From an optimization exercise on the open Yosys and OpenROAD flow, aimed at small area, a short achievable clock period and few clock cycles per item; shortcuts taken in it are not production practice.
Where RTL was checked, it was by simulation tests only, not by an equivalence proof against the original.
Only the layout flow was run in run 1; the RTL was not checked for function there.

## flow/design.v (module list and top-level ports; edited modules follow where they fit)
// module sr_gen: 3658 lines
// module sr_fa: 10 lines
module sr_gen (
    input  wire        clk,
    input  wire        rst,
    input  wire        in_valid,
    output wire        in_ready,
    input  wire        in_load,
    input  wire [63:0] in_j,
    input  wire [63:0] in_s,
    input  wire [31:0] in_t,
    input  wire [47:0] in_x,
    output wire        out_valid,
    input  wire        out_ready,
    output wire [23:0] out_u
);
  // ...
==> flow/run.sh <==
#!/bin/bash
# synth_recipe.tcl (not shown) runs the flow's synth.tcl, then flattens the netlist and writes it again
# the make line also repeats each setting of config.mk as NAME=value (left out here)
make -C /OpenROAD-flow-scripts/flow DESIGN_CONFIG=/design/flow/config.mk WORK_HOME=/design/flow/orfs CLKGATE_MAP_FILE= SYNTH_SCRIPT=/design/flow/synth_recipe.tcl finish
==> flow/config.mk <==
export PLATFORM = sky130hd
export DESIGN_NAME = sr_gen
export DESIGN_NICKNAME = sr_gen
export VERILOG_FILES = /design/flow/design.v
export SDC_FILE = /design/flow/constraint.sdc
export NUM_CORES = 4
export LEC_CHECK = 0
export CAP_MARGIN = 50
export CORE_MARGIN = 2
export CORE_UTILIZATION = 30
export PLACE_DENSITY = 0.5
export SETUP_SLACK_MARGIN = 0.4
export SLEW_MARGIN = 80
export SYNTH_HIERARCHICAL = 1
==> flow/constraint.sdc <==
create_clock -name core_clock -period 12.0 [get_ports {clk}]
set_input_delay 2.4000 -clock core_clock [delete_from_list [all_inputs] [get_ports {clk}]]
set_output_delay 2.4000 -clock core_clock [all_outputs]
set_load 0.01 [all_outputs]
==> out/qor.txt, run 1 <==
Status: finished clean
Hold_sp: k1$_DFFE_PN_
Mapped Avg Cell Area: 13.6 µm²
Largest net degree at the start of global routing: 38
CP max stage delay: 0.51 ns
Global routing met2 resource utilization: 35.1%
Synth-to-Final Area Change: 23.3%
Max FFs per register: 144
Fraction of area in registers: 22.3%
Post-synthesis compound-gate area fraction: 5.91%
Antenna Nets Post-Route: 0
Fraction of synthesized area in multiplexers: 2.32%
Post-Layout Cell Count: 6725
Crit Path Max Fanout: 10
FF+latch area: 14400 µm²
Hold Path Class: reg -> reg
Via Count: 33.1k
Unrepaired setup endpoints after global routing: false
Final #Nets: 5959
Layout clock buffer count: 92
Share of layout cells above drive strength 1: 18.0%
Largest family of logic cells by synthesized area: adder cells
CP Launch Point: cs2[3]$_DFF_P_
Biggest regs: fifo x144, cs1 x118, cs2 x109
Via density: 4.92
GRT Total Usage: 21.8%
Wire length per cell: 28.5 µm
Skew final: 0.0347 ns
Initial antenna violation count: 14
Buffer and inverter count on the worst path: 4
Logic inverters: 329
Yosys top cell area share: 48.6%
# diodes: 7
CTS sink cnt: 622
==> run 2: changes to the inputs <==
--- a/flow/design.v
+++ b/flow/design.v
@@ -1339,24 +1339,44 @@
     sr_fa ta_fa716 (.a(ta_s714), .b(ta_695), .c(ta_s715), .s(ta_s716), .co(ta_c716));
-    wire ta_717 = xn_97 ^ z1[61] ^ z1[59];
-    wire ta_718 = xn_90 ^ xn_88 ^ z1[46];
-    wire ta_719 = xn_78 ^ xn_76 ^ z1[40];
-    wire ta_720 = xn_72 ^ z1[36] ^ xn_68;
-    wire ta_721 = xa_33 ^ xn_62 ^ xn_59;
-    wire ta_722 = xn_57 ^ xa_16 ^ xa_13;
-    wire ta_723 = xn_44 ^ xn_41 ^ xn_38;
-    wire ta_724 = xn_36 ^ ta_c697 ^ ta_c698;
-    wire ta_725 = ta_c699 ^ ta_c700 ^ ta_c701;
-    wire ta_726 = ta_c702 ^ ta_c703 ^ ta_717;
-    wire ta_727 = ta_718 ^ ta_719 ^ ta_720;
-    wire ta_728 = ta_721 ^ ta_722 ^ ta_723;
-    wire ta_729 = ta_c704 ^ ta_c705 ^ ta_c706;
-    wire ta_730 = ta_c707 ^ ta_c708 ^ ta_724;
-    wire ta_731 = ta_725 ^ ta_726 ^ ta_727;
-    wire ta_732 = ta_728 ^ ta_c709 ^ ta_c710;
-    wire ta_733 = ta_c711 ^ ta_729 ^ ta_730;
-    wire ta_734 = ta_731 ^ ta_c712 ^ ta_c713;
-    wire ta_735 = ta_732 ^ ta_733 ^ ta_c714;
-    wire ta_736 = ta_734 ^ ta_c715 ^ ta_735;
+    wire ta_s717;
+    sr_x3 ta_x717 (.a(xn_97), .b(z1[61]), .c(z1[59]), .s(ta_s717));
+    wire ta_s718;
+    sr_x3 ta_x718 (.a(xn_90), .b(xn_88), .c(z1[46]), .s(ta_s718));
+    wire ta_s719;
+    sr_x3 ta_x719 (.a(xn_78), .b(xn_76), .c(z1[40]), .s(ta_s719));
+    wire ta_s720;
+    sr_x3 ta_x720 (.a(xn_72), .b(z1[36]), .c(xn_68), .s(ta_s720));
+    wire ta_s721;
+    sr_x3 ta_x721 (.a(xa_33), .b(xn_62), .c(xn_59), .s(ta_s721));
+    wire ta_s722;
+    sr_x3 ta_x722 (.a(xn_57), .b(xa_16), .c(xa_13), .s(ta_s722));
+    wire ta_s723;
+    sr_x3 ta_x723 (.a(xn_44), .b(xn_41), .c(xn_38), .s(ta_s723));
+    wire ta_s724;
+    sr_x3 ta_x724 (.a(xn_36), .b(ta_c697), .c(ta_c698), .s(ta_s724));
+    wire ta_s725;
+    sr_x3 ta_x725 (.a(ta_c699), .b(ta_c700), .c(ta_c701), .s(ta_s725));
+    wire ta_s726;
+    sr_x3 ta_x726 (.a(ta_c702), .b(ta_c703), .c(ta_s717), .s(ta_s726));
+    wire ta_s727;
+    sr_x3 ta_x727 (.a(ta_s718), .b(ta_s719), .c(ta_s720), .s(ta_s727));
+    wire ta_s728;
+    sr_x3 ta_x728 (.a(ta_s721), .b(ta_s722), .c(ta_s723), .s(ta_s728));
+    wire ta_s729;
+    sr_x3 ta_x729 (.a(ta_c704), .b(ta_c705), .c(ta_c706), .s(ta_s729));
+    wire ta_s730;
+    sr_x3 ta_x730 (.a(ta_c707), .b(ta_c708), .c(ta_s724), .s(ta_s730));
+    wire ta_s731;
+    sr_x3 ta_x731 (.a(ta_s725), .b(ta_s726), .c(ta_s727), .s(ta_s731));
+    wire ta_s732;
+    sr_x3 ta_x732 (.a(ta_s728), .b(ta_c709), .c(ta_c710), .s(ta_s732));
+    wire ta_s733;
+    sr_x3 ta_x733 (.a(ta_c711), .b(ta_s729), .c(ta_s730), .s(ta_s733));
+    wire ta_s734;
+    sr_x3 ta_x734 (.a(ta_s731), .b(ta_c712), .c(ta_c713), .s(ta_s734));
+    wire ta_s735;
+    sr_x3 ta_x735 (.a(ta_s732), .b(ta_s733), .c(ta_c714), .s(ta_s735));
+    wire ta_s736;
+    sr_x3 ta_x736 (.a(ta_s734), .b(ta_c715), .c(ta_s735), .s(ta_s736));
     reg  [117:0] cs1;
-    wire [117:0] cs1_d = {ta_736, ta_c716, ta_s716, ta_c696, ta_s696, ta_c675, ta_s675, ta_s674, ta_s656, ta_c636, ta_s636, ta_c618, ta_s618, ta_c600, ta_s600, ta_c581, ta_s581, ta_c564, ta_s564, ta_c547, ta_s547, ta_c529, ta_s529, ta_c513, ta_s513, ta_s497, ta_c482, ta_s482, ta_c467, ta_s467, ta_s452, ta_c438, ta_s438, ta_c424, ta_s424, ta_c410, ta_s410, ta_c396, ta_s396, ta_c382, ta_s382, ta_c368, ta_s368, ta_c354, ta_s354, ta_c339, ta_s339, ta_c326, ta_s326, ta_c312, ta_s312, ta_c300, ta_s300, ta_c288, ta_s288, ta_c275, ta_s275, ta_c264, ta_s264, ta_c253, ta_s253, ta_c242, ta_s242, ta_s231, ta_c221, ta_s221, ta_c210, ta_s210, ta_c201, ta_s201, ta_s192, ta_c184, ta_s184, ta_c175, ta_s175, ta_c168, ta_s168, ta_s161, ta_c155, ta_s155, ta_c148, ta_s148, ta_c143, ta_s143, ta_c137, ta_s137, ta_c133, ta_s133, ta_s129, ta_c126, ta_s126, ta_c123, ta_s123, ta_c120, ta_s120, ta_c117, ta_s117, ta_c114, ta_s114, ta_c111, ta_s111, ta_c108, ta_s108, ta_c104, ta_s104, ta_c102, ta_s102, ta_s100, ta_c99, ta_s99, ta_c98, ta_s98, xa_2, xn_37, xa_1, xn_36, xn_35, xn_34};
+    wire [117:0] cs1_d = {ta_s736, ta_c716, ta_s716, ta_c696, ta_s696, ta_c675, ta_s675, ta_s674, ta_s656, ta_c636, ta_s636, ta_c618, ta_s618, ta_c600, ta_s600, ta_c581, ta_s581, ta_c564, ta_s564, ta_c547, ta_s547, ta_c529, ta_s529, ta_c513, ta_s513, ta_s497, ta_c482, ta_s482, ta_c467, ta_s467, ta_s452, ta_c438, ta_s438, ta_c424, ta_s424, ta_c410, ta_s410, ta_c396, ta_s396, ta_c382, ta_s382, ta_c368, ta_s368, ta_c354, ta_s354, ta_c339, ta_s339, ta_c326, ta_s326, ta_c312, ta_s312, ta_c300, ta_s300, ta_c288, ta_s288, ta_c275, ta_s275, ta_c264, ta_s264, ta_c253, ta_s253, ta_c242, ta_s242, ta_s231, ta_c221, ta_s221, ta_c210, ta_s210, ta_c201, ta_s201, ta_s192, ta_c184, ta_s184, ta_c175, ta_s175, ta_c168, ta_s168, ta_s161, ta_c155, ta_s155, ta_c148, ta_s148, ta_c143, ta_s143, ta_c137, ta_s137, ta_c133, ta_s133, ta_s129, ta_c126, ta_s126, ta_c123, ta_s123, ta_c120, ta_s120, ta_c117, ta_s117, ta_c114, ta_s114, ta_c111, ta_s111, ta_c108, ta_s108, ta_c104, ta_s104, ta_c102, ta_s102, ta_s100, ta_c99, ta_s99, ta_c98, ta_s98, xa_2, xn_37, xa_1, xn_36, xn_35, xn_34};
     wire pa_737 = cs1[0] ^ 1'b1;
@@ -3126,27 +3146,50 @@
     sr_fa tb_fa1875 (.a(tb_c1851), .b(tb_s1874), .c(tb_c1852), .s(tb_s1875), .co(tb_c1875));
-    wire tb_1876 = a2[63] ^ a2[61] ^ yn_1225;
-    wire tb_1877 = a2[53] ^ yn_1219 ^ yn_1217;
-    wire tb_1878 = yn_1214 ^ yn_1211 ^ a2[40];
-    wire tb_1879 = a2[38] ^ yn_1204 ^ a2[34];
-    wire tb_1880 = yn_1199 ^ a2[29] ^ a2[25];
-    wire tb_1881 = a2[22] ^ a2[19] ^ yn_1184;
-    wire tb_1882 = yn_1181 ^ a2[11] ^ yn_1177;
-    wire tb_1883 = yn_1174 ^ a2[4] ^ a2[2];
-    wire tb_1884 = a2[0] ^ tb_c1854 ^ tb_c1855;
-    wire tb_1885 = tb_c1856 ^ tb_c1857 ^ tb_c1858;
-    wire tb_1886 = tb_c1859 ^ tb_c1860 ^ tb_c1861;
-    wire tb_1887 = tb_1876 ^ tb_1877 ^ tb_1878;
-    wire tb_1888 = tb_1879 ^ tb_1880 ^ tb_1881;
-    wire tb_1889 = tb_1882 ^ tb_1883 ^ tb_c1862;
-    wire tb_1890 = tb_c1863 ^ tb_c1864 ^ tb_c1865;
-    wire tb_1891 = tb_c1866 ^ tb_1884 ^ tb_1885;
-    wire tb_1892 = tb_1886 ^ tb_1887 ^ tb_1888;
-    wire tb_1893 = tb_c1867 ^ tb_c1868 ^ tb_1889;
-    wire tb_1894 = tb_c1869 ^ tb_1890 ^ tb_1891;
-    wire tb_1895 = tb_1892 ^ tb_c1870 ^ tb_c1871;
-    wire tb_1896 = tb_1893 ^ tb_1894 ^ tb_c1872;
-    wire tb_1897 = tb_c1873 ^ tb_1895 ^ tb_1896;
-    wire tb_1898 = tb_c1874 ^ tb_1897 ^ tb_c1875;
+    wire tb_s1876;
+    sr_x3 tb_x1876 (.a(a2[63]), .b(a2[61]), .c(yn_1225), .s(tb_s1876));
+    wire tb_s1877;
+    sr_x3 tb_x1877 (.a(a2[53]), .b(yn_1219), .c(yn_1217), .s(tb_s1877));
+    wire tb_s1878;
+    sr_x3 tb_x1878 (.a(yn_1214), .b(yn_1211), .c(a2[40]), .s(tb_s1878));
+    wire tb_s1879;
+    sr_x3 tb_x1879 (.a(a2[38]), .b(yn_1204), .c(a2[34]), .s(tb_s1879));
+    wire tb_s1880;
+    sr_x3 tb_x1880 (.a(yn_1199), .b(a2[29]), .c(a2[25]), .s(tb_s1880));
+    wire tb_s1881;
+    sr_x3 tb_x1881 (.a(a2[22]), .b(a2[19]), .c(yn_1184), .s(tb_s1881));
+    wire tb_s1882;
+    sr_x3 tb_x1882 (.a(yn_1181), .b(a2[11]), .c(yn_1177), .s(tb_s1882));
+    wire tb_s1883;
+    sr_x3 tb_x1883 (.a(yn_1174), .b(a2[4]), .c(a2[2]), .s(tb_s1883));
+    wire tb_s1884;
+    sr_x3 tb_x1884 (.a(a2[0]), .b(tb_c1854), .c(tb_c1855), .s(tb_s1884));
+    wire tb_s1885;
+    sr_x3 tb_x1885 (.a(tb_c1856), .b(tb_c1857), .c(tb_c1858), .s(tb_s1885));
+    wire tb_s1886;
+    sr_x3 tb_x1886 (.a(tb_c1859), .b(tb_c1860), .c(tb_c1861), .s(tb_s1886));
+    wire tb_s1887;
+    sr_x3 tb_x1887 (.a(tb_s1876), .b(tb_s1877), .c(tb_s1878), .s(tb_s1887));
+    wire tb_s1888;
+    sr_x3 tb_x1888 (.a(tb_s1879), .b(tb_s1880), .c(tb_s1881), .s(tb_s1888));
+    wire tb_s1889;
+    sr_x3 tb_x1889 (.a(tb_s1882), .b(tb_s1883), .c(tb_c1862), .s(tb_s1889));
+    wire tb_s1890;
+    sr_x3 tb_x1890 (.a(tb_c1863), .b(tb_c1864), .c(tb_c1865), .s(tb_s1890));
+    wire tb_s1891;
+    sr_x3 tb_x1891 (.a(tb_c1866), .b(tb_s1884), .c(tb_s1885), .s(tb_s1891));
+    wire tb_s1892;
+    sr_x3 tb_x1892 (.a(tb_s1886), .b(tb_s1887), .c(tb_s1888), .s(tb_s1892));
+    wire tb_s1893;
+    sr_x3 tb_x1893 (.a(tb_c1867), .b(tb_c1868), .c(tb_s1889), .s(tb_s1893));
+    wire tb_s1894;
+    sr_x3 tb_x1894 (.a(tb_c1869), .b(tb_s1890), .c(tb_s1891), .s(tb_s1894));
+    wire tb_s1895;
+    sr_x3 tb_x1895 (.a(tb_s1892), .b(tb_c1870), .c(tb_c1871), .s(tb_s1895));
+    wire tb_s1896;
+    sr_x3 tb_x1896 (.a(tb_s1893), .b(tb_s1894), .c(tb_c1872), .s(tb_s1896));
+    wire tb_s1897;
+    sr_x3 tb_x1897 (.a(tb_c1873), .b(tb_s1895), .c(tb_s1896), .s(tb_s1897));
+    wire tb_s1898;
+    sr_x3 tb_x1898 (.a(tb_c1874), .b(tb_s1897), .c(tb_c1875), .s(tb_s1898));
     reg  [112:0] cs2;
-    wire [112:0] cs2_d = {tb_1898, tb_s1875, tb_c1853, tb_s1853, tb_s1831, tb_c1810, tb_s1810, tb_s1789, tb_c1769, tb_s1769, tb_c1748, tb_s1748, tb_c1729, tb_s1729, tb_1710, tb_1709, tb_c1690, tb_s1690, tb_c1672, tb_s1672, tb_s1654, tb_c1637, tb_s1637, tb_c1619, tb_s1619, tb_c1603, tb_s1603, tb_c1587, tb_s1587, tb_c1570, tb_s1570, tb_c1555, tb_s1555, tb_c1540, tb_s1540, tb_s1525, tb_c1511, tb_s1511, tb_c1497, tb_s1497, tb_s1483, tb_c1470, tb_s1470, tb_c1457, tb_s1457, tb_s1444, tb_c1432, tb_s1432, tb_c1420, tb_s1420, tb_c1408, tb_s1408, tb_s1396, tb_c1385, tb_s1385, tb_c1373, tb_s1373, tb_c1363, tb_s1363, tb_c1353, tb_s1353, tb_s1343, tb_c1334, tb_s1334, tb_c1324, tb_s1324, tb_c1316, tb_s1316, tb_s1308, tb_c1301, tb_s1301, tb_s1294, tb_c1288, tb_s1288, tb_c1282, tb_s1282, tb_c1275, tb_s1275, tb_c1270, tb_s1270, tb_c1265, tb_s1265, tb_c1259, tb_s1259, tb_c1255, tb_s1255, tb_1251, tb_1250, tb_c1246, tb_s1246, tb_c1243, tb_s1243, tb_c1239, tb_s1239, tb_c1237, tb_s1237, tb_s1235, tb_c1234, tb_s1234, tb_c1233, tb_s1233, tb_c1232, tb_s1232, a2[3], a2[5], a2[2], a2[4], a2[1], a2[3], a2[0], a2[2], a2[1], a2[0]};
+    wire [112:0] cs2_d = {tb_s1898, tb_s1875, tb_c1853, tb_s1853, tb_s1831, tb_c1810, tb_s1810, tb_s1789, tb_c1769, tb_s1769, tb_c1748, tb_s1748, tb_c1729, tb_s1729, tb_1710, tb_1709, tb_c1690, tb_s1690, tb_c1672, tb_s1672, tb_s1654, tb_c1637, tb_s1637, tb_c1619, tb_s1619, tb_c1603, tb_s1603, tb_c1587, tb_s1587, tb_c1570, tb_s1570, tb_c1555, tb_s1555, tb_c1540, tb_s1540, tb_s1525, tb_c1511, tb_s1511, tb_c1497, tb_s1497, tb_s1483, tb_c1470, tb_s1470, tb_c1457, tb_s1457, tb_s1444, tb_c1432, tb_s1432, tb_c1420, tb_s1420, tb_c1408, tb_s1408, tb_s1396, tb_c1385, tb_s1385, tb_c1373, tb_s1373, tb_c1363, tb_s1363, tb_c1353, tb_s1353, tb_s1343, tb_c1334, tb_s1334, tb_c1324, tb_s1324, tb_c1316, tb_s1316, tb_s1308, tb_c1301, tb_s1301, tb_s1294, tb_c1288, tb_s1288, tb_c1282, tb_s1282, tb_c1275, tb_s1275, tb_c1270, tb_s1270, tb_c1265, tb_s1265, tb_c1259, tb_s1259, tb_c1255, tb_s1255, tb_1251, tb_1250, tb_c1246, tb_s1246, tb_c1243, tb_s1243, tb_c1239, tb_s1239, tb_c1237, tb_s1237, tb_s1235, tb_c1234, tb_s1234, tb_c1233, tb_s1233, tb_c1232, tb_s1232, a2[3], a2[5], a2[2], a2[4], a2[1], a2[3], a2[0], a2[2], a2[1], a2[0]};
     wire pb_1899 = cs2[0] ^ 1'b0;
@@ -3342,245 +3385,385 @@
     wire pb_2089 = pb_2026 | (pb_1962 & pb_2025);
-    wire pb_2090 = pb_1962 & pb_1961;
-    wire pb_2091 = pb_2029 | (pb_2030 & pb_2027);
-    wire pb_2092 = pb_2030 & pb_2028;
-    wire pb_2093 = pb_2033 | (pb_2034 & pb_2031);
-    wire pb_2094 = pb_2034 & pb_2032;
-    wire pb_2095 = pb_2037 | (pb_2038 & pb_2035);
-    wire pb_2096 = pb_2038 & pb_2036;
-    wire pb_2097 = pb_2041 | (pb_2042 & pb_2039);
-    wire pb_2098 = pb_2042 & pb_2040;
-    wire pb_2099 = pb_2045 | (pb_2046 & pb_2043);
-    wire pb_2100 = pb_2046 & pb_2044;
-    wire pb_2101 = pb_2049 | (pb_2050 & pb_2047);
-    wire pb_2102 = pb_2050 & pb_2048;
-    wire pb_2103 = pb_2053 | (pb_2054 & pb_2051);
-    wire pb_2104 = pb_2054 & pb_2052;
-    wire pb_2105 = pb_2057 | (pb_2058 & pb_2055);
-    wire pb_2106 = pb_2058 & pb_2056;
-    wire pb_2107 = pb_2061 | (pb_2062 & pb_2059);
-    wire pb_2108 = pb_2062 & pb_2060;
-    wire pb_2109 = pb_2065 | (pb_2066 & pb_2063);
-    wire pb_2110 = pb_2066 & pb_2064;
-    wire pb_2111 = pb_2069 | (pb_2070 & pb_2067);
-    wire pb_2112 = pb_2070 & pb_2068;
-    wire pb_2113 = pb_2073 | (pb_2074 & pb_2071);
-    wire pb_2114 = pb_2074 & pb_2072;
-    wire pb_2115 = pb_2077 | (pb_2078 & pb_2075);
-    wire pb_2116 = pb_2078 & pb_2076;
-    wire pb_2117 = pb_2081 | (pb_2082 & pb_2079);
-    wire pb_2118 = pb_2082 & pb_2080;
-    wire pb_2119 = pb_2085 | (pb_2086 & pb_2083);
-    wire pb_2120 = pb_2086 & pb_2084;
-    wire pb_2121 = pb_2089 | (pb_2090 & pb_2087);
-    wire pb_2122 = pb_2090 & pb_2088;
-    wire pb_2123 = pb_2093 | (pb_2094 & pb_2091);
-    wire pb_2124 = pb_2094 & pb_2092;
-    wire pb_2125 = pb_2097 | (pb_2098 & pb_2095);
-    wire pb_2126 = pb_2098 & pb_2096;
-    wire pb_2127 = pb_2101 | (pb_2102 & pb_2099);
-    wire pb_2128 = pb_2102 & pb_2100;
-    wire pb_2129 = pb_2105 | (pb_2106 & pb_2103);
-    wire pb_2130 = pb_2106 & pb_2104;
-    wire pb_2131 = pb_2109 | (pb_2110 & pb_2107);
-    wire pb_2132 = pb_2110 & pb_2108;
-    wire pb_2133 = pb_2113 | (pb_2114 & pb_2111);
-    wire pb_2134 = pb_2114 & pb_2112;
-    wire pb_2135 = pb_2117 | (pb_2118 & pb_2115);
-    wire pb_2136 = pb_2118 & pb_2116;
-    wire pb_2137 = pb_2121 | (pb_2122 & pb_2119);
-    wire pb_2138 = pb_2122 & pb_2120;
-    wire pb_2139 = pb_2125 | (pb_2126 & pb_2123);
-    wire pb_2140 = pb_2126 & pb_2124;
-    wire pb_2141 = pb_2129 | (pb_2130 & pb_2127);
-    wire pb_2142 = pb_2130 & pb_2128;
-    wire pb_2143 = pb_2133 | (pb_2134 & pb_2131);
-    wire pb_2144 = pb_2134 & pb_2132;
-    wire pb_2145 = pb_2137 | (pb_2138 & pb_2135);
-    wire pb_2146 = pb_2138 & pb_2136;
-    wire pb_2147 = pb_2141 | (pb_2142 & pb_2139);
-    wire pb_2148 = pb_2142 & pb_2140;
-    wire pb_2149 = pb_2145 | (pb_2146 & pb_2143);
-    wire pb_2150 = pb_2146 & pb_2144;
-    wire pb_2151 = pb_2149 | (pb_2150 & pb_2147);
-    wire pb_2152 = pb_2150 & pb_2148;
-    wire pb_2153 = pb_2143 | (pb_2144 & pb_2147);
-    wire pb_2154 = pb_2144 & pb_2148;
-    wire pb_2155 = pb_2127 | (pb_2128 & pb_2139);
-    wire pb_2156 = pb_2128 & pb_2140;
-    wire pb_2157 = pb_2131 | (pb_2132 & pb_2147);
-    wire pb_2158 = pb_2132 & pb_2148;
-    wire pb_2159 = pb_2135 | (pb_2136 & pb_2153);
-    wire pb_2160 = pb_2136 & pb_2154;
-    wire pb_2161 = pb_2095 | (pb_2096 & pb_2123);
-    wire pb_2162 = pb_2096 & pb_2124;
-    wire pb_2163 = pb_2099 | (pb_2100 & pb_2139);
-    wire pb_2164 = pb_2100 & pb_2140;
-    wire pb_2165 = pb_2103 | (pb_2104 & pb_2155);
-    wire pb_2166 = pb_2104 & pb_2156;
-    wire pb_2167 = pb_2107 | (pb_2108 & pb_2147);
-    wire pb_2168 = pb_2108 & pb_2148;
-    wire pb_2169 = pb_2111 | (pb_2112 & pb_2157);
-    wire pb_2170 = pb_2112 & pb_2158;
-    wire pb_2171 = pb_2115 | (pb_2116 & pb_2153);
-    wire pb_2172 = pb_2116 & pb_2154;
-    wire pb_2173 = pb_2119 | (pb_2120 & pb_2159);
-    wire pb_2174 = pb_2120 & pb_2160;
-    wire pb_2175 = pb_2031 | (pb_2032 & pb_2091);
-    wire pb_2176 = pb_2032 & pb_2092;
-    wire pb_2177 = pb_2035 | (pb_2036 & pb_2123);
-    wire pb_2178 = pb_2036 & pb_2124;
-    wire pb_2179 = pb_2039 | (pb_2040 & pb_2161);
-    wire pb_2180 = pb_2040 & pb_2162;
-    wire pb_2181 = pb_2043 | (pb_2044 & pb_2139);
-    wire pb_2182 = pb_2044 & pb_2140;
-    wire pb_2183 = pb_2047 | (pb_2048 & pb_2163);
-    wire pb_2184 = pb_2048 & pb_2164;
-    wire pb_2185 = pb_2051 | (pb_2052 & pb_2155);
-    wire pb_2186 = pb_2052 & pb_2156;
-    wire pb_2187 = pb_2055 | (pb_2056 & pb_2165);
-    wire pb_2188 = pb_2056 & pb_2166;
-    wire pb_2189 = pb_2059 | (pb_2060 & pb_2147);
-    wire pb_2190 = pb_2060 & pb_2148;
-    wire pb_2191 = pb_2063 | (pb_2064 & pb_2167);
-    wire pb_2192 = pb_2064 & pb_2168;
-    wire pb_2193 = pb_2067 | (pb_2068 & pb_2157);
-    wire pb_2194 = pb_2068 & pb_2158;
-    wire pb_2195 = pb_2071 | (pb_2072 & pb_2169);
-    wire pb_2196 = pb_2072 & pb_2170;
-    wire pb_2197 = pb_2075 | (pb_2076 & pb_2153);
-    wire pb_2198 = pb_2076 & pb_2154;
-    wire pb_2199 = pb_2079 | (pb_2080 & pb_2171);
-    wire pb_2200 = pb_2080 & pb_2172;
-    wire pb_2201 = pb_2083 | (pb_2084 & pb_2159);
-    wire pb_2202 = pb_2084 & pb_2160;
-    wire pb_2203 = pb_2087 | (pb_2088 & pb_2173);
-    wire pb_2204 = pb_2088 & pb_2174;
-    wire pb_2205 = pb_1965 | (pb_1901 & pb_2027);
-    wire pb_2206 = pb_1901 & pb_2028;
-    wire pb_2207 = pb_1967 | (pb_1903 & pb_2091);
-    wire pb_2208 = pb_1903 & pb_2092;
-    wire pb_2209 = pb_1969 | (pb_1905 & pb_2175);
-    wire pb_2210 = pb_1905 & pb_2176;
-    wire pb_2211 = pb_1971 | (pb_1907 & pb_2123);
-    wire pb_2212 = pb_1907 & pb_2124;
-    wire pb_2213 = pb_1973 | (pb_1909 & pb_2177);
-    wire pb_2214 = pb_1909 & pb_2178;
-    wire pb_2215 = pb_1975 | (pb_1911 & pb_2161);
-    wire pb_2216 = pb_1911 & pb_2162;
-    wire pb_2217 = pb_1977 | (pb_1913 & pb_2179);
-    wire pb_2218 = pb_1913 & pb_2180;
-    wire pb_2219 = pb_1979 | (pb_1915 & pb_2139);
-    wire pb_2220 = pb_1915 & pb_2140;
-    wire pb_2221 = pb_1981 | (pb_1917 & pb_2181);
-    wire pb_2222 = pb_1917 & pb_2182;
-    wire pb_2223 = pb_1983 | (pb_1919 & pb_2163);
-    wire pb_2224 = pb_1919 & pb_2164;
-    wire pb_2225 = pb_1985 | (pb_1921 & pb_2183);
-    wire pb_2226 = pb_1921 & pb_2184;
-    wire pb_2227 = pb_1987 | (pb_1923 & pb_2155);
-    wire pb_2228 = pb_1923 & pb_2156;
-    wire pb_2229 = pb_1989 | (pb_1925 & pb_2185);
-    wire pb_2230 = pb_1925 & pb_2186;
-    wire pb_2231 = pb_1991 | (pb_1927 & pb_2165);
-    wire pb_2232 = pb_1927 & pb_2166;
-    wire pb_2233 = pb_1993 | (pb_1929 & pb_2187);
-    wire pb_2234 = pb_1929 & pb_2188;
-    wire pb_2235 = pb_1995 | (pb_1931 & pb_2147);
-    wire pb_2236 = pb_1931 & pb_2148;
-    wire pb_2237 = pb_1997 | (pb_1933 & pb_2189);
-    wire pb_2238 = pb_1933 & pb_2190;
-    wire pb_2239 = pb_1999 | (pb_1935 & pb_2167);
-    wire pb_2240 = pb_1935 & pb_2168;
-    wire pb_2241 = pb_2001 | (pb_1937 & pb_2191);
-    wire pb_2242 = pb_1937 & pb_2192;
-    wire pb_2243 = pb_2003 | (pb_1939 & pb_2157);
-    wire pb_2244 = pb_1939 & pb_2158;
-    wire pb_2245 = pb_2005 | (pb_1941 & pb_2193);
-    wire pb_2246 = pb_1941 & pb_2194;
-    wire pb_2247 = pb_2007 | (pb_1943 & pb_2169);
-    wire pb_2248 = pb_1943 & pb_2170;
-    wire pb_2249 = pb_2009 | (pb_1945 & pb_2195);
-    wire pb_2250 = pb_1945 & pb_2196;
-    wire pb_2251 = pb_2011 | (pb_1947 & pb_2153);
-    wire pb_2252 = pb_1947 & pb_2154;
-    wire pb_2253 = pb_2013 | (pb_1949 & pb_2197);
-    wire pb_2254 = pb_1949 & pb_2198;
-    wire pb_2255 = pb_2015 | (pb_1951 & pb_2171);
-    wire pb_2256 = pb_1951 & pb_2172;
-    wire pb_2257 = pb_2017 | (pb_1953 & pb_2199);
-    wire pb_2258 = pb_1953 & pb_2200;
-    wire pb_2259 = pb_2019 | (pb_1955 & pb_2159);
-    wire pb_2260 = pb_1955 & pb_2160;
-    wire pb_2261 = pb_2021 | (pb_1957 & pb_2201);
-    wire pb_2262 = pb_1957 & pb_2202;
-    wire pb_2263 = pb_2023 | (pb_1959 & pb_2173);
-    wire pb_2264 = pb_1959 & pb_2174;
-    wire pb_2265 = pb_2025 | (pb_1961 & pb_2203);
-    wire pb_2266 = pb_1961 & pb_2204;
-    wire pb_2267 = pb_1900 ^ pb_1963;
-    wire pb_2268 = pb_1901 ^ pb_2027;
-    wire pb_2269 = pb_1902 ^ pb_2205;
-    wire pb_2270 = pb_1903 ^ pb_2091;
-    wire pb_2271 = pb_1904 ^ pb_2207;
-    wire pb_2272 = pb_1905 ^ pb_2175;
-    wire pb_2273 = pb_1906 ^ pb_2209;
-    wire pb_2274 = pb_1907 ^ pb_2123;
-    wire pb_2275 = pb_1908 ^ pb_2211;
-    wire pb_2276 = pb_1909 ^ pb_2177;
-    wire pb_2277 = pb_1910 ^ pb_2213;
-    wire pb_2278 = pb_1911 ^ pb_2161;
-    wire pb_2279 = pb_1912 ^ pb_2215;
-    wire pb_2280 = pb_1913 ^ pb_2179;
-    wire pb_2281 = pb_1914 ^ pb_2217;
-    wire pb_2282 = pb_1915 ^ pb_2139;
-    wire pb_2283 = pb_1916 ^ pb_2219;
-    wire pb_2284 = pb_1917 ^ pb_2181;
-    wire pb_2285 = pb_1918 ^ pb_2221;
-    wire pb_2286 = pb_1919 ^ pb_2163;
-    wire pb_2287 = pb_1920 ^ pb_2223;
-    wire pb_2288 = pb_1921 ^ pb_2183;
-    wire pb_2289 = pb_1922 ^ pb_2225;
-    wire pb_2290 = pb_1923 ^ pb_2155;
-    wire pb_2291 = pb_1924 ^ pb_2227;
-    wire pb_2292 = pb_1925 ^ pb_2185;
-    wire pb_2293 = pb_1926 ^ pb_2229;
-    wire pb_2294 = pb_1927 ^ pb_2165;
-    wire pb_2295 = pb_1928 ^ pb_2231;
-    wire pb_2296 = pb_1929 ^ pb_2187;
-    wire pb_2297 = pb_1930 ^ pb_2233;
-    wire pb_2298 = pb_1931 ^ pb_2147;
-    wire pb_2299 = pb_1932 ^ pb_2235;
-    wire pb_2300 = pb_1933 ^ pb_2189;
-    wire pb_2301 = pb_1934 ^ pb_2237;
-    wire pb_2302 = pb_1935 ^ pb_2167;
-    wire pb_2303 = pb_1936 ^ pb_2239;
-    wire pb_2304 = pb_1937 ^ pb_2191;
-    wire pb_2305 = pb_1938 ^ pb_2241;
-    wire pb_2306 = pb_1939 ^ pb_2157;
-    wire pb_2307 = pb_1940 ^ pb_2243;
-    wire pb_2308 = pb_1941 ^ pb_2193;
-    wire pb_2309 = pb_1942 ^ pb_2245;
-    wire pb_2310 = pb_1943 ^ pb_2169;
-    wire pb_2311 = pb_1944 ^ pb_2247;
-    wire pb_2312 = pb_1945 ^ pb_2195;
-    wire pb_2313 = pb_1946 ^ pb_2249;
-    wire pb_2314 = pb_1947 ^ pb_2153;
-    wire pb_2315 = pb_1948 ^ pb_2251;
-    wire pb_2316 = pb_1949 ^ pb_2197;
-    wire pb_2317 = pb_1950 ^ pb_2253;
-    wire pb_2318 = pb_1951 ^ pb_2171;
-    wire pb_2319 = pb_1952 ^ pb_2255;
-    wire pb_2320 = pb_1953 ^ pb_2199;
-    wire pb_2321 = pb_1954 ^ pb_2257;
-    wire pb_2322 = pb_1955 ^ pb_2159;
-    wire pb_2323 = pb_1956 ^ pb_2259;
-    wire pb_2324 = pb_1957 ^ pb_2201;
-    wire pb_2325 = pb_1958 ^ pb_2261;
-    wire pb_2326 = pb_1959 ^ pb_2173;
-    wire pb_2327 = pb_1960 ^ pb_2263;
-    wire pb_2328 = pb_1961 ^ pb_2203;
-    wire pb_2329 = pb_1962 ^ pb_2265;
-    wire [63:0] m2 = {pb_2329, pb_2328, pb_2327, pb_2326, pb_2325, pb_2324, pb_2323, pb_2322, pb_2321, pb_2320, pb_2319, pb_2318, pb_2317, pb_2316, pb_2315, pb_2314, pb_2313, pb_2312, pb_2311, pb_2310, pb_2309, pb_2308, pb_2307, pb_2306, pb_2305, pb_2304, pb_2303, pb_2302, pb_2301, pb_2300, pb_2299, pb_2298, pb_2297, pb_2296, pb_2295, pb_2294, pb_2293, pb_2292, pb_2291, pb_2290, pb_2289, pb_2288, pb_2287, pb_2286, pb_2285, pb_2284, pb_2283, pb_2282, pb_2281, pb_2280, pb_2279, pb_2278, pb_2277, pb_2276, pb_2275, pb_2274, pb_2273, pb_2272, pb_2271, pb_2270, pb_2269, pb_2268, pb_2267, pb_1899};
+    wire pb_2090 = pb_1965 | (pb_1901 & pb_2027);
+    wire pb_2091 = pb_1901 & pb_2028;
+    wire pb_2092 = pb_2029 | (pb_2030 & pb_2027);
+    wire pb_2093 = pb_2030 & pb_2028;
+    wire pb_2094 = pb_1969 | (pb_1905 & pb_2031);
+    wire pb_2095 = pb_1905 & pb_2032;
+    wire pb_2096 = pb_2033 | (pb_2034 & pb_2031);
+    wire pb_2097 = pb_2034 & pb_2032;
+    wire pb_2098 = pb_1973 | (pb_1909 & pb_2035);
+    wire pb_2099 = pb_1909 & pb_2036;
+    wire pb_2100 = pb_2037 | (pb_2038 & pb_2035);
+    wire pb_2101 = pb_2038 & pb_2036;
+    wire pb_2102 = pb_1977 | (pb_1913 & pb_2039);
+    wire pb_2103 = pb_1913 & pb_2040;
+    wire pb_2104 = pb_2041 | (pb_2042 & pb_2039);
+    wire pb_2105 = pb_2042 & pb_2040;
+    wire pb_2106 = pb_1981 | (pb_1917 & pb_2043);
+    wire pb_2107 = pb_1917 & pb_2044;
+    wire pb_2108 = pb_2045 | (pb_2046 & pb_2043);
+    wire pb_2109 = pb_2046 & pb_2044;
+    wire pb_2110 = pb_1985 | (pb_1921 & pb_2047);
+    wire pb_2111 = pb_1921 & pb_2048;
+    wire pb_2112 = pb_2049 | (pb_2050 & pb_2047);
+    wire pb_2113 = pb_2050 & pb_2048;
+    wire pb_2114 = pb_1989 | (pb_1925 & pb_2051);
+    wire pb_2115 = pb_1925 & pb_2052;
+    wire pb_2116 = pb_2053 | (pb_2054 & pb_2051);
+    wire pb_2117 = pb_2054 & pb_2052;
+    wire pb_2118 = pb_1993 | (pb_1929 & pb_2055);
+    wire pb_2119 = pb_1929 & pb_2056;
+    wire pb_2120 = pb_2057 | (pb_2058 & pb_2055);
+    wire pb_2121 = pb_2058 & pb_2056;
+    wire pb_2122 = pb_1997 | (pb_1933 & pb_2059);
+    wire pb_2123 = pb_1933 & pb_2060;
+    wire pb_2124 = pb_2061 | (pb_2062 & pb_2059);
+    wire pb_2125 = pb_2062 & pb_2060;
+    wire pb_2126 = pb_2001 | (pb_1937 & pb_2063);
+    wire pb_2127 = pb_1937 & pb_2064;
+    wire pb_2128 = pb_2065 | (pb_2066 & pb_2063);
+    wire pb_2129 = pb_2066 & pb_2064;
+    wire pb_2130 = pb_2005 | (pb_1941 & pb_2067);
+    wire pb_2131 = pb_1941 & pb_2068;
+    wire pb_2132 = pb_2069 | (pb_2070 & pb_2067);
+    wire pb_2133 = pb_2070 & pb_2068;
+    wire pb_2134 = pb_2009 | (pb_1945 & pb_2071);
+    wire pb_2135 = pb_1945 & pb_2072;
+    wire pb_2136 = pb_2073 | (pb_2074 & pb_2071);
+    wire pb_2137 = pb_2074 & pb_2072;
+    wire pb_2138 = pb_2013 | (pb_1949 & pb_2075);
+    wire pb_2139 = pb_1949 & pb_2076;
+    wire pb_2140 = pb_2077 | (pb_2078 & pb_2075);
+    wire pb_2141 = pb_2078 & pb_2076;
+    wire pb_2142 = pb_2017 | (pb_1953 & pb_2079);
+    wire pb_2143 = pb_1953 & pb_2080;
+    wire pb_2144 = pb_2081 | (pb_2082 & pb_2079);
+    wire pb_2145 = pb_2082 & pb_2080;
+    wire pb_2146 = pb_2021 | (pb_1957 & pb_2083);
+    wire pb_2147 = pb_1957 & pb_2084;
+    wire pb_2148 = pb_2085 | (pb_2086 & pb_2083);
+    wire pb_2149 = pb_2086 & pb_2084;
+    wire pb_2150 = pb_2025 | (pb_1961 & pb_2087);
+    wire pb_2151 = pb_1961 & pb_2088;
+    wire pb_2152 = pb_2089 | (pb_1962 & pb_2087);
+    wire pb_2153 = pb_1967 | (pb_1903 & pb_2092);
+    wire pb_2154 = pb_1903 & pb_2093;
+    wire pb_2155 = pb_2031 | (pb_2032 & pb_2092);
+    wire pb_2156 = pb_2032 & pb_2093;
+    wire pb_2157 = pb_2094 | (pb_2095 & pb_2092);
+    wire pb_2158 = pb_2095 & pb_2093;
+    wire pb_2159 = pb_2096 | (pb_2097 & pb_2092);
+    wire pb_2160 = pb_2097 & pb_2093;
+    wire pb_2161 = pb_1975 | (pb_1911 & pb_2100);
+    wire pb_2162 = pb_1911 & pb_2101;
+    wire pb_2163 = pb_2039 | (pb_2040 & pb_2100);
+    wire pb_2164 = pb_2040 & pb_2101;
+    wire pb_2165 = pb_2102 | (pb_2103 & pb_2100);
+    wire pb_2166 = pb_2103 & pb_2101;
+    wire pb_2167 = pb_2104 | (pb_2105 & pb_2100);
+    wire pb_2168 = pb_2105 & pb_2101;
+    wire pb_2169 = pb_1983 | (pb_1919 & pb_2108);
+    wire pb_2170 = pb_1919 & pb_2109;
+    wire pb_2171 = pb_2047 | (pb_2048 & pb_2108);
+    wire pb_2172 = pb_2048 & pb_2109;
+    wire pb_2173 = pb_2110 | (pb_2111 & pb_2108);
+    wire pb_2174 = pb_2111 & pb_2109;
+    wire pb_2175 = pb_2112 | (pb_2113 & pb_2108);
+    wire pb_2176 = pb_2113 & pb_2109;
+    wire pb_2177 = pb_1991 | (pb_1927 & pb_2116);
+    wire pb_2178 = pb_1927 & pb_2117;
+    wire pb_2179 = pb_2055 | (pb_2056 & pb_2116);
+    wire pb_2180 = pb_2056 & pb_2117;
+    wire pb_2181 = pb_2118 | (pb_2119 & pb_2116);
+    wire pb_2182 = pb_2119 & pb_2117;
+    wire pb_2183 = pb_2120 | (pb_2121 & pb_2116);
+    wire pb_2184 = pb_2121 & pb_2117;
+    wire pb_2185 = pb_1999 | (pb_1935 & pb_2124);
+    wire pb_2186 = pb_1935 & pb_2125;
+    wire pb_2187 = pb_2063 | (pb_2064 & pb_2124);
+    wire pb_2188 = pb_2064 & pb_2125;
+    wire pb_2189 = pb_2126 | (pb_2127 & pb_2124);
+    wire pb_2190 = pb_2127 & pb_2125;
+    wire pb_2191 = pb_2128 | (pb_2129 & pb_2124);
+    wire pb_2192 = pb_2129 & pb_2125;
+    wire pb_2193 = pb_2007 | (pb_1943 & pb_2132);
+    wire pb_2194 = pb_1943 & pb_2133;
+    wire pb_2195 = pb_2071 | (pb_2072 & pb_2132);
+    wire pb_2196 = pb_2072 & pb_2133;
+    wire pb_2197 = pb_2134 | (pb_2135 & pb_2132);
+    wire pb_2198 = pb_2135 & pb_2133;
+    wire pb_2199 = pb_2136 | (pb_2137 & pb_2132);
+    wire pb_2200 = pb_2137 & pb_2133;
+    wire pb_2201 = pb_2015 | (pb_1951 & pb_2140);
+    wire pb_2202 = pb_1951 & pb_2141;
+    wire pb_2203 = pb_2079 | (pb_2080 & pb_2140);
+    wire pb_2204 = pb_2080 & pb_2141;
+    wire pb_2205 = pb_2142 | (pb_2143 & pb_2140);
+    wire pb_2206 = pb_2143 & pb_2141;
+    wire pb_2207 = pb_2144 | (pb_2145 & pb_2140);
+    wire pb_2208 = pb_2145 & pb_2141;
+    wire pb_2209 = pb_2023 | (pb_1959 & pb_2148);
+    wire pb_2210 = pb_1959 & pb_2149;
+    wire pb_2211 = pb_2087 | (pb_2088 & pb_2148);
+    wire pb_2212 = pb_2088 & pb_2149;
+    wire pb_2213 = pb_2150 | (pb_2151 & pb_2148);
+    wire pb_2214 = pb_2151 & pb_2149;
+    wire pb_2215 = pb_2152 | (pb_1962 & pb_2148);
+    wire pb_2216 = pb_1971 | (pb_1907 & pb_2159);
+    wire pb_2217 = pb_1907 & pb_2160;
+    wire pb_2218 = pb_2035 | (pb_2036 & pb_2159);
+    wire pb_2219 = pb_2036 & pb_2160;
+    wire pb_2220 = pb_2098 | (pb_2099 & pb_2159);
+    wire pb_2221 = pb_2099 & pb_2160;
+    wire pb_2222 = pb_2100 | (pb_2101 & pb_2159);
+    wire pb_2223 = pb_2101 & pb_2160;
+    wire pb_2224 = pb_2161 | (pb_2162 & pb_2159);
+    wire pb_2225 = pb_2162 & pb_2160;
+    wire pb_2226 = pb_2163 | (pb_2164 & pb_2159);
+    wire pb_2227 = pb_2164 & pb_2160;
+    wire pb_2228 = pb_2165 | (pb_2166 & pb_2159);
+    wire pb_2229 = pb_2166 & pb_2160;
+    wire pb_2230 = pb_2167 | (pb_2168 & pb_2159);
+    wire pb_2231 = pb_2168 & pb_2160;
+    wire pb_2232 = pb_1987 | (pb_1923 & pb_2175);
+    wire pb_2233 = pb_1923 & pb_2176;
+    wire pb_2234 = pb_2051 | (pb_2052 & pb_2175);
+    wire pb_2235 = pb_2052 & pb_2176;
+    wire pb_2236 = pb_2114 | (pb_2115 & pb_2175);
+    wire pb_2237 = pb_2115 & pb_2176;
+    wire pb_2238 = pb_2116 | (pb_2117 & pb_2175);
+    wire pb_2239 = pb_2117 & pb_2176;
+    wire pb_2240 = pb_2177 | (pb_2178 & pb_2175);
+    wire pb_2241 = pb_2178 & pb_2176;
+    wire pb_2242 = pb_2179 | (pb_2180 & pb_2175);
+    wire pb_2243 = pb_2180 & pb_2176;
+    wire pb_2244 = pb_2181 | (pb_2182 & pb_2175);
+    wire pb_2245 = pb_2182 & pb_2176;
+    wire pb_2246 = pb_2183 | (pb_2184 & pb_2175);
+    wire pb_2247 = pb_2184 & pb_2176;
+    wire pb_2248 = pb_2003 | (pb_1939 & pb_2191);
+    wire pb_2249 = pb_1939 & pb_2192;
+    wire pb_2250 = pb_2067 | (pb_2068 & pb_2191);
+    wire pb_2251 = pb_2068 & pb_2192;
+    wire pb_2252 = pb_2130 | (pb_2131 & pb_2191);
+    wire pb_2253 = pb_2131 & pb_2192;
+    wire pb_2254 = pb_2132 | (pb_2133 & pb_2191);
+    wire pb_2255 = pb_2133 & pb_2192;
+    wire pb_2256 = pb_2193 | (pb_2194 & pb_2191);
+    wire pb_2257 = pb_2194 & pb_2192;
+    wire pb_2258 = pb_2195 | (pb_2196 & pb_2191);
+    wire pb_2259 = pb_2196 & pb_2192;
+    wire pb_2260 = pb_2197 | (pb_2198 & pb_2191);
+    wire pb_2261 = pb_2198 & pb_2192;
+    wire pb_2262 = pb_2199 | (pb_2200 & pb_2191);
+    wire pb_2263 = pb_2200 & pb_2192;
+    wire pb_2264 = pb_2019 | (pb_1955 & pb_2207);
+    wire pb_2265 = pb_1955 & pb_2208;
+    wire pb_2266 = pb_2083 | (pb_2084 & pb_2207);
+    wire pb_2267 = pb_2084 & pb_2208;
+    wire pb_2268 = pb_2146 | (pb_2147 & pb_2207);
+    wire pb_2269 = pb_2147 & pb_2208;
+    wire pb_2270 = pb_2148 | (pb_2149 & pb_2207);
+    wire pb_2271 = pb_2149 & pb_2208;
+    wire pb_2272 = pb_2209 | (pb_2210 & pb_2207);
+    wire pb_2273 = pb_2210 & pb_2208;
+    wire pb_2274 = pb_2211 | (pb_2212 & pb_2207);
+    wire pb_2275 = pb_2212 & pb_2208;
+    wire pb_2276 = pb_2213 | (pb_2214 & pb_2207);
+    wire pb_2277 = pb_2214 & pb_2208;
+    wire pb_2278 = pb_2215 | (pb_1962 & pb_2207);
+    wire pb_2279 = pb_1979 | (pb_1915 & pb_2230);
+    wire pb_2280 = pb_1915 & pb_2231;
+    wire pb_2281 = pb_2043 | (pb_2044 & pb_2230);
+    wire pb_2282 = pb_2044 & pb_2231;
+    wire pb_2283 = pb_2106 | (pb_2107 & pb_2230);
+    wire pb_2284 = pb_2107 & pb_2231;
+    wire pb_2285 = pb_2108 | (pb_2109 & pb_2230);
+    wire pb_2286 = pb_2109 & pb_2231;
+    wire pb_2287 = pb_2169 | (pb_2170 & pb_2230);
+    wire pb_2288 = pb_2170 & pb_2231;
+    wire pb_2289 = pb_2171 | (pb_2172 & pb_2230);
+    wire pb_2290 = pb_2172 & pb_2231;
+    wire pb_2291 = pb_2173 | (pb_2174 & pb_2230);
+    wire pb_2292 = pb_2174 & pb_2231;
+    wire pb_2293 = pb_2175 | (pb_2176 & pb_2230);
+    wire pb_2294 = pb_2176 & pb_2231;
+    wire pb_2295 = pb_2232 | (pb_2233 & pb_2230);
+    wire pb_2296 = pb_2233 & pb_2231;
+    wire pb_2297 = pb_2234 | (pb_2235 & pb_2230);
+    wire pb_2298 = pb_2235 & pb_2231;
+    wire pb_2299 = pb_2236 | (pb_2237 & pb_2230);
+    wire pb_2300 = pb_2237 & pb_2231;
+    wire pb_2301 = pb_2238 | (pb_2239 & pb_2230);
+    wire pb_2302 = pb_2239 & pb_2231;
+    wire pb_2303 = pb_2240 | (pb_2241 & pb_2230);
+    wire pb_2304 = pb_2241 & pb_2231;
+    wire pb_2305 = pb_2242 | (pb_2243 & pb_2230);
+    wire pb_2306 = pb_2243 & pb_2231;
+    wire pb_2307 = pb_2244 | (pb_2245 & pb_2230);
+    wire pb_2308 = pb_2245 & pb_2231;
+    wire pb_2309 = pb_2246 | (pb_2247 & pb_2230);
+    wire pb_2310 = pb_2247 & pb_2231;
+    wire pb_2311 = pb_2011 | (pb_1947 & pb_2262);
+    wire pb_2312 = pb_1947 & pb_2263;
+    wire pb_2313 = pb_2075 | (pb_2076 & pb_2262);
+    wire pb_2314 = pb_2076 & pb_2263;
+    wire pb_2315 = pb_2138 | (pb_2139 & pb_2262);
+    wire pb_2316 = pb_2139 & pb_2263;
+    wire pb_2317 = pb_2140 | (pb_2141 & pb_2262);
+    wire pb_2318 = pb_2141 & pb_2263;
+    wire pb_2319 = pb_2201 | (pb_2202 & pb_2262);
+    wire pb_2320 = pb_2202 & pb_2263;
+    wire pb_2321 = pb_2203 | (pb_2204 & pb_2262);
+    wire pb_2322 = pb_2204 & pb_2263;
+    wire pb_2323 = pb_2205 | (pb_2206 & pb_2262);
+    wire pb_2324 = pb_2206 & pb_2263;
+    wire pb_2325 = pb_2207 | (pb_2208 & pb_2262);
+    wire pb_2326 = pb_2208 & pb_2263;
+    wire pb_2327 = pb_2264 | (pb_2265 & pb_2262);
+    wire pb_2328 = pb_2265 & pb_2263;
+    wire pb_2329 = pb_2266 | (pb_2267 & pb_2262);
+    wire pb_2330 = pb_2267 & pb_2263;
+    wire pb_2331 = pb_2268 | (pb_2269 & pb_2262);
+    wire pb_2332 = pb_2269 & pb_2263;
+    wire pb_2333 = pb_2270 | (pb_2271 & pb_2262);
+    wire pb_2334 = pb_2271 & pb_2263;
+    wire pb_2335 = pb_2272 | (pb_2273 & pb_2262);
+    wire pb_2336 = pb_2273 & pb_2263;
+    wire pb_2337 = pb_2274 | (pb_2275 & pb_2262);
+    wire pb_2338 = pb_2275 & pb_2263;
+    wire pb_2339 = pb_2276 | (pb_2277 & pb_2262);
+    wire pb_2340 = pb_2277 & pb_2263;
+    wire pb_2341 = pb_2278 | (pb_1962 & pb_2262);
+    wire pb_2342 = pb_1995 | (pb_1931 & pb_2309);
+    wire pb_2343 = pb_1931 & pb_2310;
+    wire pb_2344 = pb_2059 | (pb_2060 & pb_2309);
+    wire pb_2345 = pb_2060 & pb_2310;
+    wire pb_2346 = pb_2122 | (pb_2123 & pb_2309);
+    wire pb_2347 = pb_2123 & pb_2310;
+    wire pb_2348 = pb_2124 | (pb_2125 & pb_2309);
+    wire pb_2349 = pb_2125 & pb_2310;
+    wire pb_2350 = pb_2185 | (pb_2186 & pb_2309);
+    wire pb_2351 = pb_2186 & pb_2310;
+    wire pb_2352 = pb_2187 | (pb_2188 & pb_2309);
+    wire pb_2353 = pb_2188 & pb_2310;
+    wire pb_2354 = pb_2189 | (pb_2190 & pb_2309);
+    wire pb_2355 = pb_2190 & pb_2310;
+    wire pb_2356 = pb_2191 | (pb_2192 & pb_2309);
+    wire pb_2357 = pb_2192 & pb_2310;
+    wire pb_2358 = pb_2248 | (pb_2249 & pb_2309);
+    wire pb_2359 = pb_2249 & pb_2310;
+    wire pb_2360 = pb_2250 | (pb_2251 & pb_2309);
+    wire pb_2361 = pb_2251 & pb_2310;
+    wire pb_2362 = pb_2252 | (pb_2253 & pb_2309);
+    wire pb_2363 = pb_2253 & pb_2310;
+    wire pb_2364 = pb_2254 | (pb_2255 & pb_2309);
+    wire pb_2365 = pb_2255 & pb_2310;
+    wire pb_2366 = pb_2256 | (pb_2257 & pb_2309);
+    wire pb_2367 = pb_2257 & pb_2310;
+    wire pb_2368 = pb_2258 | (pb_2259 & pb_2309);
+    wire pb_2369 = pb_2259 & pb_2310;
+    wire pb_2370 = pb_2260 | (pb_2261 & pb_2309);
+    wire pb_2371 = pb_2261 & pb_2310;
+    wire pb_2372 = pb_2262 | (pb_2263 & pb_2309);
+    wire pb_2373 = pb_2263 & pb_2310;
+    wire pb_2374 = pb_2311 | (pb_2312 & pb_2309);
+    wire pb_2375 = pb_2312 & pb_2310;
+    wire pb_2376 = pb_2313 | (pb_2314 & pb_2309);
+    wire pb_2377 = pb_2314 & pb_2310;
+    wire pb_2378 = pb_2315 | (pb_2316 & pb_2309);
+    wire pb_2379 = pb_2316 & pb_2310;
+    wire pb_2380 = pb_2317 | (pb_2318 & pb_2309);
+    wire pb_2381 = pb_2318 & pb_2310;
+    wire pb_2382 = pb_2319 | (pb_2320 & pb_2309);
+    wire pb_2383 = pb_2320 & pb_2310;
+    wire pb_2384 = pb_2321 | (pb_2322 & pb_2309);
+    wire pb_2385 = pb_2322 & pb_2310;
+    wire pb_2386 = pb_2323 | (pb_2324 & pb_2309);
+    wire pb_2387 = pb_2324 & pb_2310;
+    wire pb_2388 = pb_2325 | (pb_2326 & pb_2309);
+    wire pb_2389 = pb_2326 & pb_2310;
+    wire pb_2390 = pb_2327 | (pb_2328 & pb_2309);
+    wire pb_2391 = pb_2328 & pb_2310;
+    wire pb_2392 = pb_2329 | (pb_2330 & pb_2309);
+    wire pb_2393 = pb_2330 & pb_2310;
+    wire pb_2394 = pb_2331 | (pb_2332 & pb_2309);
+    wire pb_2395 = pb_2332 & pb_2310;
+    wire pb_2396 = pb_2333 | (pb_2334 & pb_2309);
+    wire pb_2397 = pb_2334 & pb_2310;
+    wire pb_2398 = pb_2335 | (pb_2336 & pb_2309);
+    wire pb_2399 = pb_2336 & pb_2310;
+    wire pb_2400 = pb_2337 | (pb_2338 & pb_2309);
+    wire pb_2401 = pb_2338 & pb_2310;
+    wire pb_2402 = pb_2339 | (pb_2340 & pb_2309);
+    wire pb_2403 = pb_2340 & pb_2310;
+    wire pb_2404 = pb_2341 | (pb_1962 & pb_2309);
+    wire pb_2405 = pb_1900 ^ pb_1963;
+    wire pb_2406 = pb_1901 ^ pb_2027;
+    wire pb_2407 = pb_1902 ^ pb_2090;
+    wire pb_2408 = pb_1903 ^ pb_2092;
+    wire pb_2409 = pb_1904 ^ pb_2153;
+    wire pb_2410 = pb_1905 ^ pb_2155;
+    wire pb_2411 = pb_1906 ^ pb_2157;
+    wire pb_2412 = pb_1907 ^ pb_2159;
+    wire pb_2413 = pb_1908 ^ pb_2216;
+    wire pb_2414 = pb_1909 ^ pb_2218;
+    wire pb_2415 = pb_1910 ^ pb_2220;
+    wire pb_2416 = pb_1911 ^ pb_2222;
+    wire pb_2417 = pb_1912 ^ pb_2224;
+    wire pb_2418 = pb_1913 ^ pb_2226;
+    wire pb_2419 = pb_1914 ^ pb_2228;
+    wire pb_2420 = pb_1915 ^ pb_2230;
+    wire pb_2421 = pb_1916 ^ pb_2279;
+    wire pb_2422 = pb_1917 ^ pb_2281;
+    wire pb_2423 = pb_1918 ^ pb_2283;
+    wire pb_2424 = pb_1919 ^ pb_2285;
+    wire pb_2425 = pb_1920 ^ pb_2287;
+    wire pb_2426 = pb_1921 ^ pb_2289;
+    wire pb_2427 = pb_1922 ^ pb_2291;
+    wire pb_2428 = pb_1923 ^ pb_2293;
+    wire pb_2429 = pb_1924 ^ pb_2295;
+    wire pb_2430 = pb_1925 ^ pb_2297;
+    wire pb_2431 = pb_1926 ^ pb_2299;
+    wire pb_2432 = pb_1927 ^ pb_2301;
+    wire pb_2433 = pb_1928 ^ pb_2303;
+    wire pb_2434 = pb_1929 ^ pb_2305;
+    wire pb_2435 = pb_1930 ^ pb_2307;
+    wire pb_2436 = pb_1931 ^ pb_2309;
+    wire pb_2437 = pb_1932 ^ pb_2342;
+    wire pb_2438 = pb_1933 ^ pb_2344;
+    wire pb_2439 = pb_1934 ^ pb_2346;
+    wire pb_2440 = pb_1935 ^ pb_2348;
+    wire pb_2441 = pb_1936 ^ pb_2350;
+    wire pb_2442 = pb_1937 ^ pb_2352;
+    wire pb_2443 = pb_1938 ^ pb_2354;
+    wire pb_2444 = pb_1939 ^ pb_2356;
+    wire pb_2445 = pb_1940 ^ pb_2358;
+    wire pb_2446 = pb_1941 ^ pb_2360;
+    wire pb_2447 = pb_1942 ^ pb_2362;
+    wire pb_2448 = pb_1943 ^ pb_2364;
+    wire pb_2449 = pb_1944 ^ pb_2366;
+    wire pb_2450 = pb_1945 ^ pb_2368;
+    wire pb_2451 = pb_1946 ^ pb_2370;
+    wire pb_2452 = pb_1947 ^ pb_2372;
+    wire pb_2453 = pb_1948 ^ pb_2374;
+    wire pb_2454 = pb_1949 ^ pb_2376;
+    wire pb_2455 = pb_1950 ^ pb_2378;
+    wire pb_2456 = pb_1951 ^ pb_2380;
+    wire pb_2457 = pb_1952 ^ pb_2382;
+    wire pb_2458 = pb_1953 ^ pb_2384;
+    wire pb_2459 = pb_1954 ^ pb_2386;
+    wire pb_2460 = pb_1955 ^ pb_2388;
+    wire pb_2461 = pb_1956 ^ pb_2390;
+    wire pb_2462 = pb_1957 ^ pb_2392;
+    wire pb_2463 = pb_1958 ^ pb_2394;
+    wire pb_2464 = pb_1959 ^ pb_2396;
+    wire pb_2465 = pb_1960 ^ pb_2398;
+    wire pb_2466 = pb_1961 ^ pb_2400;
+    wire pb_2467 = pb_1962 ^ pb_2402;
+    wire [63:0] m2 = {pb_2467, pb_2466, pb_2465, pb_2464, pb_2463, pb_2462, pb_2461, pb_2460, pb_2459, pb_2458, pb_2457, pb_2456, pb_2455, pb_2454, pb_2453, pb_2452, pb_2451, pb_2450, pb_2449, pb_2448, pb_2447, pb_2446, pb_2445, pb_2444, pb_2443, pb_2442, pb_2441, pb_2440, pb_2439, pb_2438, pb_2437, pb_2436, pb_2435, pb_2434, pb_2433, pb_2432, pb_2431, pb_2430, pb_2429, pb_2428, pb_2427, pb_2426, pb_2425, pb_2424, pb_2423, pb_2422, pb_2421, pb_2420, pb_2419, pb_2418, pb_2417, pb_2416, pb_2415, pb_2414, pb_2413, pb_2412, pb_2411, pb_2410, pb_2409, pb_2408, pb_2407, pb_2406, pb_2405, pb_1899};
     wire [63:0] r = m2 ^ (m2 >> 32);
-    reg  [23:0] fifo [0:D-1];
+    reg         ov;
+    reg  [23:0] ou;
+    reg  [23:0] fifo [0:D-2];
     reg  [2:0]  wp, rp;
@@ -3589,4 +3772,4 @@
     assign in_ready  = rdy;
-    assign out_valid = (fcnt != 3'd0);
-    assign out_u     = fifo[rp];
+    assign out_valid = ov;
+    assign out_u     = ou;
     wire take  = in_valid && rdy;
@@ -3594,4 +3777,8 @@
     wire telem = take && !in_load;
-    wire pop   = out_valid && out_ready;
+    wire pop   = ov && out_ready;
     wire push  = v4 && !k4;
+    wire hfree = !ov || pop;            
+    wire fempty = (fcnt == 3'd0);
+    wire fpush = push && !(hfree && fempty);
+    wire fpop  = hfree && !fempty;
     wire kr    = v4 && k4;              
@@ -3624,2 +3811,3 @@
             cnt  <= 4'd0;
+            ov   <= 1'b0;
         end else begin
@@ -3639,7 +3827,9 @@
             k4 <= k3;
-            if (push)
-                wp <= (wp == D - 1) ? 3'd0 : wp + 3'd1;
-            if (pop)
-                rp <= (rp == D - 1) ? 3'd0 : rp + 3'd1;
-            fcnt <= fcnt + {2'd0, push} - {2'd0, pop};
+            if (hfree)
+                ov <= push || !fempty;
+            if (fpush)
+                wp <= (wp == D - 2) ? 3'd0 : wp + 3'd1;
+            if (fpop)
+                rp <= (rp == D - 2) ? 3'd0 : rp + 3'd1;
+            fcnt <= fcnt + {2'd0, fpush} - {2'd0, fpop};
             cnt  <= cnt_n;
@@ -3654,4 +3844,6 @@
         cs2 <= cs2_d;
-        if (push)
+        if (fpush)
             fifo[wp] <= r[63:40];
+        if (hfree)
+            ou <= fempty ? r[63:40] : fifo[rp];
     end
@@ -3668 +3860,9 @@
 endmodule
+module sr_x3 (
+    input  wire a,
+    input  wire b,
+    input  wire c,
+    output wire s
+);
+    assign s = a ^ b ^ c;
+endmodule
--- a/flow/config.mk
+++ b/flow/config.mk
@@ -9,4 +9,4 @@
 export CORE_MARGIN = 2
-export CORE_UTILIZATION = 30
-export PLACE_DENSITY = 0.5
+export CORE_UTILIZATION = 50
+export PLACE_DENSITY = 0.65
 export SETUP_SLACK_MARGIN = 0.4
==> run 2 against run 1 <==
Net effect:
- routed wire length is 4.2% lower
- sequential cell count rose by 1
- critical path type unchanged
- register-to-register slack gained 0.36 ns
- via count increased by 5.1%
- clock skew fell by 0.0014 ns
- global-route usage grew 13 points
==> out/qor.txt, run 2 <==
Setup violators final: 0
CP Class: reg -> reg
Rel. slew slack: 78.5%
Final cycle utilization of the critical path: 40.6%
Crit path time final: 4.87 ns
Synth top area cells: fa_1, dfxtp_1, edfxtp_1
CTS tree: done
First-pass GRT wire length: 267 mm
Router iterations before antenna repair: 6
Core Area: 107000 µm²
CTS sink cnt: 623 (+0.16%)
Final WS setup: 7.13 ns
Register bank with the most flops: fifo
FF+latch area: 14400 µm² (+0.14%)
Post-synthesis sequential area ratio: 26.6%
# rows: 120
Clock Latency Late Sink: 0.67 ns
Synth-to-Final Area Change: 20.3%
Setup TNS: 0 ns
CP arrival: 5.39 ns
Worst-path clk slew: 0.06 ns
#FFs+latches synth: 623
Share of layout cells above drive strength 1: 18.5% (+0.50 points)
Initial antenna violation count: 12 (-2)
Crit path launch type: register
CTS Buf Count: 72
Iter 0 DRT Violations: 3803
Congestion Overflow GR: 0
Hold Path Class: reg -> reg
Hold buffer count at CTS: 0
Max FFs per register: 120 (-17%)
Largest family of logic cells by synthesized area: adder cells
Yosys top cell area share: 46.8% (-1.8 points)
Status: finished clean
Slowest-stage cell, CP: dfxtp_2
Most common cell in the synthesized netlist: fa_1
Initial Util: 50.3%
Fmax: 205 MHz
Most common cell after layout, fill and taps aside: fa_1
Clock Path Buffers: 3
Async S/R FF share, synth: 0%
Worst path cell trace: xor2_1 > buf_4 > inv_1 > buf_4 > fa_1 > fa_1 > fa_1 > fa_1 > fa_1 > fa_1 > fa_1
Crit Path Max Fanout: 8 (-2)
Skew final: 0.0333 ns (-0.00142 ns)
Wire length per cell: 31.6 µm (+11%)
Most numerous cell on the critical path: fa_1
Final #Nets: 5954 (-0.084%)
Ports: 239
Post-synthesis adder-cell area fraction: 50.0%
Cell variety after synth: 100
# DRC: 0
Final WL: 184 mm
Post-CTS Setup Inserts: 0
Fin. max-slew vios: 0
CTS Root Cell: clkbuf_16
Multi-input logic area: 39700 µm²
Mapped Avg Cell Area: 13.8 µm² (+1.3%)
Die width: 332 µm
# resized after CTS: 0
XOR/XNOR Fraction of Synth Area: 6.40%
Biggest regs: fifo x120, cs1 x118, cs2 x109
RePlAce Congestion: 1.00
DP Wirelength: 146 mm
DIE AREA: 110000 µm²
Slew @ Worst Pin: 0.319 ns
Syn. warnings: 7
Ys flop type: dfxtp_1
GRT Total Usage: 34.3% (+13 points)
Post-synthesis compound-gate area fraction: 6.71% (+0.80 points)
Unrepaired setup endpoints after global routing: false
Worst Path Required: 12.52 ns
Post-synth EDFFs: 180
Leading area contributor after synthesis: fa_1
DP Worst Slack: 6.91 ns
Commonest cells after routing, fill and taps aside: fa_1, dfxtp_1, clkdlybuf4s50_1, inv_1, edfxtp_1
Max-Cap Viols: 0
Design Area, Final: 64600 µm²
Via density: 5.98 (+21%)
CP max stage delay: 0.51 ns (about the same)
Largest net degree at the start of global routing: 49 (+29%)
Syn Nets: 5505
Via Count: 34.8k (+5.1%)
Fraction of synthesized area in multiplexers: 2.68% (+0.36 points)
Vias in the first global route: 37.9k
Die H: 332 µm
Cell Area, Synth: 53700 µm²
Cells after Synth: 3901
Fillers: 8198
Synth Area in Simple Gates: 4.69%
Fin. Hold Viols: 0
Top cells by count, synth: fa_1, dfxtp_1, inv_1
H-tree depth: 3
Worst setup EP type: register
Post-DP Area: 61600 µm²
Port Buf Inserts: 238
Antenna Nets Post-Route: 0 (unchanged)
==> run 2: cell type report <==
class,instances,area share (%)
Timing Repair Buffer,480,7.31
Tap cell,1403,2.72
Clock buffer,94,3.11
Clock inverter,40,0.864
Inverter,309,2.11
Sequential cell,623,22.3
Multi-Input combinational cell,2864,61.5
Antenna cell,5,0.0194
==> run 2: final timing paths <==
check / startpoint / slack, ns / to / cells after the start
min reg2reg: k2$_DFFE_PN_ / 0.42 / k3$_DFFE_PN_ / 0
max: z1[45]$_DFF_P_ / 7.13 / cs1[111]$_DFF_P_ / 11
min: k2$_DFFE_PN_ / 0.42 / k3$_DFFE_PN_ / 0
max reg2reg: z1[45]$_DFF_P_ / 7.13 / cs1[111]$_DFF_P_ / 11
==> run 2: kinds of logic after synthesis <==
group           count (synthesis)
buf+inv                       414
fa+ha+maj                    1391
mux                           113
simple gates                  540
flops                         623
compound gates                534
xor+xnor                      286
==> run 2: per-module statistics from Yosys, one instance, submodules excluded <==
module  cell area [µm²]  cells inside  flip-flops and latches  copies in the design
sr_gen            28200          2639                     623                     1
sr_fa              20.0             1                       0                  1219
sr_x3              23.8             1                       0                    43
==> run 2: metrics by stage <==
stage | cells | util, % | hold WS (ns)
after floorplan | 3901 | - | 0.400
after global placement | 5547 | 54.6 | 0.402
after global routing | 5818 | 60.5 | 0.438
after detailed placement | 5672 | 57.7 | 0.410
after CTS | 5806 | 60.1 | 0.420
final | 5818 | 60.5 | 0.419
==> run 2: layer usage <==
| layer | part of all wire (%) | vias up | wire, µm | global-route usage (%) |
|---|---|---|---|---|
| li1 | - | 13852 | - | - |
| met1 | 39 | 18431 | 70800 | 46.3 |
| met2 | 47 | 2023 | 86100 | 53.8 |
| met3 | 9.8 | 460 | 18100 | 8.31 |
| met4 | 4.8 | 10 | 8800 | 13.8 |
| met5 | 0.034 | - | 63 | 0 |
==> run 2: critical path, delay by kind of cell, from the launching register on <==
family | cells | cell delay, ns
xor gates and xnor gates | 1 | 0.18
adders and majority gates | 7 | 3.28
buffers and inverters | 3 | 0.75
DFF | 1 | 0.51
Testbench counts of run 2, summed over its fixed seeds: cycles 25,756, items 23,844.

[afterwards: timing with drivers on the ports]
Ports are ideal in the flow. The routed layouts listed here were re-timed in OpenROAD.
Step 1 assumes that a clkbuf_16 drives the clock port and a buf_2 every other input.
Step 2 adds t to the input delays and takes it off the output delays; t is the mean of the earliest and latest rising clock arrival at the registers after step 1. Input paths then give back, and output paths get back, about the clock's delay inside the block.
Slacks: no drivers / after step 1 / after step 2; pairs: no drivers / after step 1.
run	t (ns)	setup slack, ns	worst setup path after step 2
run 1	0.763	6.765 / 6.763 / 6.765	register to register
run 2	0.732	7.128 / 7.128 / 6.916	input to register
After both steps every run listed still meets setup and hold. For run 2, which loses most, drivers alone change the setup slack by 0.000 ns; drivers and shift together by -0.212 ns.
